Source: an optimization exercise on an open RTL-to-GDS flow (aim: small area, a short achievable clock period and few clock cycles per item). Production flows keep margins and buffers that such runs may drop. Only simulation tests tie the RTL to the original design; equivalence was not proved.

== old ==
## cefu
module cefu (
    input             clk,
    input             rst,
    input             in_valid,
    output            in_ready,
    input      [1:0]  in_op,
    input      [15:0] in_a,
    input      [15:0] in_b,
    output reg        out_valid,
    output reg [15:0] out_res,
    output reg [15:0] out_res2,
    output            out_z,
    output            out_n,
    output reg        out_v
);
==> module cefu, before the edit <==
module cefu (
    input             clk,
    input             rst,
    input             in_valid,
    output            in_ready,
    input      [1:0]  in_op,
    input      [15:0] in_a,
    input      [15:0] in_b,
    output reg        out_valid,
    output reg [15:0] out_res,
    output reg [15:0] out_res2,
    output            out_z,
    output            out_n,
    output reg        out_v
);
    localparam K   = 3;                 
    localparam NCD = (15 + K - 1) / K;        
    localparam XD  = NCD * K - 15;            
    localparam NCS = (12 + K - 1) / K;        
    localparam QW  = 15 + XD;                 
    localparam NL  = K - XD;                  
    function [15:0] lookup(input [13:0] r, input m, input n);
        reg [7:0] i;
        reg [7:0] f;
        begin
            i = m ? ~r[13:6] : r[13:6];
            f = m ? 8'd64 - {2'b00, r[5:0]} : {2'b00, r[5:0]};
            lookup = {i, n ? 8'd0 - f : f};
        end
    endfunction
    reg          busy;
    reg          sc;      
    reg          sq;      
    reg          early;   
    reg          e_zero;  
    reg          e_v;     
    reg [2:0]    cnt;
    reg [18:0]   t_r;     
    reg [16:0]   d_r;     
    reg [QW-1:0] q_r;     
    reg          neg;     
    reg          neg2;    
    reg [22:0]   e_r;     
    reg [7:0]    fs_r;    
    reg          ns_r;    
    reg          s_fin;   
    reg          sw;      
    wire signed [8:0]  dsg = {1'b0, e_r[7:0]};
    wire signed [7:0]  fs  = fs_r;
    wire signed [16:0] dfs = dsg * fs;
    wire signed [21:0] qsg = {ns_r, e_r[22:8] ^ {15{ns_r}}, 6'd0};
    wire signed [21:0] acc = qsg + dfs + (ns_r ? 22'sd95 : 22'sd32);
    wire [15:0] s_now = acc[21:6];
    wire [7:0]  fs2   = ((neg == neg2) ? 8'd0 - d_r[7:0] : d_r[7:0]) + (neg2 ? 8'hC0 : 8'h40);
    reg [18:0]   t_s [0:K];
    reg [14:0]   rt_s [0:K];    
    reg [QW-1:0] q_s [0:K];
    reg [16:0]   d;
    reg [19:0]   df;
    reg [16:0]   r;
    reg          ge;
    integer      k;
    always @* begin
        t_s[0]  = t_r;
        rt_s[0] = d_r[16:2];
        q_s[0]  = q_r;
        for (k = 0; k < K; k = k + 1) begin
            d  = (k == 0 || !sq) ? d_r : {rt_s[k], 2'b01};
            df = {1'b0, t_s[k]} - {3'b000, d};
            ge = !df[19];
            r  = ge ? df[16:0] : t_s[k][16:0];
            rt_s[k+1] = {rt_s[k][13:0], ge};
            if (sq) begin
                t_s[k+1] = {r, q_s[k][QW-1:QW-2]};
                q_s[k+1] = {q_s[k][QW-3:0], 2'b00};
            end else begin
                t_s[k+1] = {2'b00, r[15:0], 1'b0};
                q_s[k+1] = {q_s[k][QW-2:0], ge};
            end
        end
    end
    wire lastc = sc ? !sw : (early ? !s_fin : cnt == (sq ? NCS - 1 : NCD - 1));
    assign in_ready = !busy || lastc;
    wire accept = in_valid && in_ready;
    assign out_n = out_res[15];
    assign out_z = (out_res == 16'd0);
    wire [15:0] abs_a  = in_a[15] ? 16'd0 - in_a : in_a;
    wire [15:0] abs_b  = in_b[15] ? 16'd0 - in_b : in_b;
    wire        i_neg  = in_a[15] ^ in_b[15];
    wire        i_bz   = (in_b == 16'd0);
    wire        i_div  = (in_op == 2'd1);
    wire        i_sqrt = in_op[1];
    wire        i_sc   = !i_div && !i_sqrt;
    wire [15:0] i_lk   = lookup(in_a[13:0], !in_a[14], in_a[15] ^ in_a[14]);
    wire [14:0] qv = q_s[K][QW-1:XD];
    wire [15:0] qres;
    generate
        if (XD == 0) begin : g_spec
            wire [15:0] x0 = {1'b0, q_s[K-1][13:0], 1'b0};
            wire [15:0] x1 = {1'b0, q_s[K-1][13:0], 1'b1};
            wire [15:0] r0 = neg ? 16'd0 - x0 : x0;
            wire [15:0] r1 = neg ? 16'd0 - x1 : x1;
            assign qres = q_s[K][0] ? r1 : r0;
        end else begin : g_direct
            assign qres = neg ? 16'd0 - {1'b0, qv} : {1'b0, qv};
        end
    endgenerate
    reg  [5:0] s0_t;
    reg  [4:0] s0_d;
    reg  [3:0] s0_r;
    reg  [2:0] s0_q;
    integer    j;
    always @* begin
        s0_r = 4'd0;
        s0_q = 3'd0;
        for (j = 0; j < 3; j = j + 1) begin
            s0_t = {s0_r, in_a[14-2*j], in_a[13-2*j]};
            s0_d = {s0_q, 2'b01};
            if (s0_t >= {1'b0, s0_d}) begin
                s0_r = s0_t - {1'b0, s0_d};
                s0_q = {s0_q[1:0], 1'b1};
            end else begin
                s0_r = s0_t[3:0];
                s0_q = {s0_q[1:0], 1'b0};
            end
        end
    end
    wire        sc_cyc = busy && sc && !sw;
    wire        sw_cyc = busy && sc && sw;
    wire [22:0] rom_e;
    romq_gen u_rom (.i(sc_cyc ? ~d_r[15:8] : sw_cyc ? d_r[15:8] : i_lk[15:8]), .e(rom_e));
    always @(posedge clk) begin
        out_v    <= !s_fin && early && e_v;
        if (sc_cyc)
            out_res2 <= s_now;
        else if (busy && lastc)
            out_res2 <= 16'd0;
        if (s_fin)
            out_res <= s_now;
        else if (early)
            out_res <= e_zero ? 16'h0000 : neg ? 16'h8000 : 16'h7FFF;
        else if (sq)
            out_res <= {1'b0, rt_s[K]};
        else
            out_res <= qres;
        cnt <= cnt + 3'd1;
        q_r <= q_s[K];
        e_r  <= rom_e;
        fs_r <= sc_cyc ? fs2  : sw_cyc ? d_r[7:0] : i_lk[7:0];
        ns_r <= sc_cyc ? neg2 : sw_cyc ? neg      : in_a[15] ^ in_a[14];
        if (!sc) begin
            t_r <= t_s[K];
            d_r <= sq ? {rt_s[K], 2'b01} : d_r;
        end
        if (accept) begin
            sc     <= i_sc;
            sq     <= i_sqrt;
            early  <= i_div ? (abs_a >= abs_b) : (i_sqrt && in_a[15]);
            e_zero <= !i_div || (i_bz && in_a == 16'd0);
            e_v    <= !i_div || i_bz || !(i_neg && abs_a == abs_b);
            cnt    <= 3'd0;
            q_r    <= {in_a[6:0], {(QW-7){1'b0}}};
            neg    <= i_sc ? in_a[15] ^ in_a[14] : i_neg;
            neg2   <= in_a[15];
            t_r    <= i_div ? {2'b00, abs_a, 1'b0} : {13'd0, s0_r, in_a[8:7]};
            d_r    <= i_div ? {1'b0, abs_b} : i_sqrt ? {12'd0, s0_q, 2'b01} : {1'b0, i_lk};
        end
        if (rst) begin
            busy      <= 1'b0;
            out_valid <= 1'b0;
            s_fin     <= 1'b0;
            sw        <= 1'b0;
        end else begin
            s_fin     <= sc_cyc;
            if (accept)
                sw <= i_sc && sc_cyc;
            else
                sw <= 1'b0;
            out_valid <= s_fin || (busy && lastc && !sc);
            if (accept)
                busy <= 1'b1;
            else if (lastc)
                busy <= 1'b0;
        end
    end
endmodule
clock: 12.0 ns
lec_check: 0
abc_area: 1
cap_margin: 20
core_margin: 2
core_utilization: 30
cts_buf_list: sky130_fd_sc_hd__clkbuf_8
place_density: 0.6
setup_slack_margin: 5
slew_margin: 20
synth_memory_max_bits: 16384
run.sh (not shown) runs the stock make flow with config.mk's settings and CLKGATE_MAP_FILE= SYNTH_SCRIPT=/design/flow/synth_recipe.tcl, a recipe that flattens the netlist after the stock synthesis.
Testbench counts of old, summed over its fixed seeds: cycles 12,255, ops 4,000.
### old -> new
--- a/flow/design.v
+++ b/flow/design.v
@@ -42,11 +42,10 @@
     reg          neg2;    
     reg [22:0]   e_r;     
     reg [7:0]    fs_r;    
     reg          ns_r;    
     reg          s_fin;   
-    reg          sw;      
     wire signed [8:0]  dsg = {1'b0, e_r[7:0]};
     wire signed [7:0]  fs  = fs_r;
     wire signed [16:0] dfs = dsg * fs;
     wire signed [21:0] qsg = {ns_r, e_r[22:8] ^ {15{ns_r}}, 6'd0};
     wire signed [21:0] acc = qsg + dfs + (ns_r ? 22'sd95 : 22'sd32);
@@ -77,12 +76,12 @@
                 t_s[k+1] = {2'b00, r[15:0], 1'b0};
                 q_s[k+1] = {q_s[k][QW-2:0], ge};
             end
         end
     end
-    wire lastc = sc ? !sw : (early ? !s_fin : cnt == (sq ? NCS - 1 : NCD - 1));
-    assign in_ready = !busy || lastc;
+    wire lastc = sc || (early ? !s_fin : cnt == (sq ? NCS - 1 : NCD - 1));
+    assign in_ready = !busy || (lastc && !(sc && in_op == 2'd0));
     wire accept = in_valid && in_ready;
     assign out_n = out_res[15];
     assign out_z = (out_res == 16'd0);
     wire [15:0] abs_a  = in_a[15] ? 16'd0 - in_a : in_a;
     wire [15:0] abs_b  = in_b[15] ? 16'd0 - in_b : in_b;
@@ -123,17 +122,16 @@
                 s0_r = s0_t[3:0];
                 s0_q = {s0_q[1:0], 1'b0};
             end
         end
     end
-    wire        sc_cyc = busy && sc && !sw;
-    wire        sw_cyc = busy && sc && sw;
+    wire        sc_cyc = busy && sc;
     wire [22:0] rom_e;
-    romq_gen u_rom (.i(sc_cyc ? ~d_r[15:8] : sw_cyc ? d_r[15:8] : i_lk[15:8]), .e(rom_e));
+    romq_gen u_rom (.i(sc_cyc ? ~d_r[15:8] : i_lk[15:8]), .e(rom_e));
     always @(posedge clk) begin
         out_v    <= !s_fin && early && e_v;
-        if (sc_cyc)
+        if (busy && sc)
             out_res2 <= s_now;
         else if (busy && lastc)
             out_res2 <= 16'd0;
         if (s_fin)
             out_res <= s_now;
@@ -144,12 +142,12 @@
         else
             out_res <= qres;
         cnt <= cnt + 3'd1;
         q_r <= q_s[K];
         e_r  <= rom_e;
-        fs_r <= sc_cyc ? fs2  : sw_cyc ? d_r[7:0] : i_lk[7:0];
-        ns_r <= sc_cyc ? neg2 : sw_cyc ? neg      : in_a[15] ^ in_a[14];
+        fs_r <= sc_cyc ? fs2  : i_lk[7:0];
+        ns_r <= sc_cyc ? neg2 : in_a[15] ^ in_a[14];
         if (!sc) begin
             t_r <= t_s[K];
             d_r <= sq ? {rt_s[K], 2'b01} : d_r;
         end
         if (accept) begin
@@ -167,17 +165,12 @@
         end
         if (rst) begin
             busy      <= 1'b0;
             out_valid <= 1'b0;
             s_fin     <= 1'b0;
-            sw        <= 1'b0;
         end else begin
-            s_fin     <= sc_cyc;
-            if (accept)
-                sw <= i_sc && sc_cyc;
-            else
-                sw <= 1'b0;
+            s_fin     <= busy && sc;
             out_valid <= s_fin || (busy && lastc && !sc);
             if (accept)
                 busy <= 1'b1;
             else if (lastc)
                 busy <= 1'b0;
### Flow results
Per the comparison of new with old, number of standard cells after synthesis went down about 1.5%, placed instance count fell 39.
Changes observed in new relative to old: number of cells upsized or downsized after cts shrank by 5, met2 track demand over resource shrank by 0.98 points.
Diff old -> new: floorplan die width has decreased; final cell count saw a decrease; cell count of the worst reg-to-reg path lower.
Testbench counts of new, summed over its fixed seeds: cycles 12,255, ops 4,000.

## static timing again, ports no longer ideal
In the flow no input, the clock included, has a driving cell. The finished layouts below were timed again as built, in two steps. Step 1: set_driving_cell puts a clkbuf_16 on clk and a buf_2 on each other input, an assumption about the parent block. Step 2 also shifts input and output timing later by t, the mid clock arrival at the registers, as if the neighbouring blocks saw the same clock. Slacks: no drivers / after step 1 / after step 2; pairs: no drivers / after step 1.
| run | t, ns | slack for setup (ns) | worst register clock-pin slew, ns | worst slew at a driven data input, ns |
|---|---|---|---|---|
| old | 0.556 | 5.088 / 5.109 / 4.553 | 0.09 / 0.09 | 0.07 |
| new | 0.526 | 5.188 / 5.160 / 5.105 | 0.09 / 0.09 | 0.07 |
After both steps every run listed still meets setup and hold. For old, which loses most, drivers alone change the setup slack by +0.021 ns; drivers and shift together by -0.535 ns.
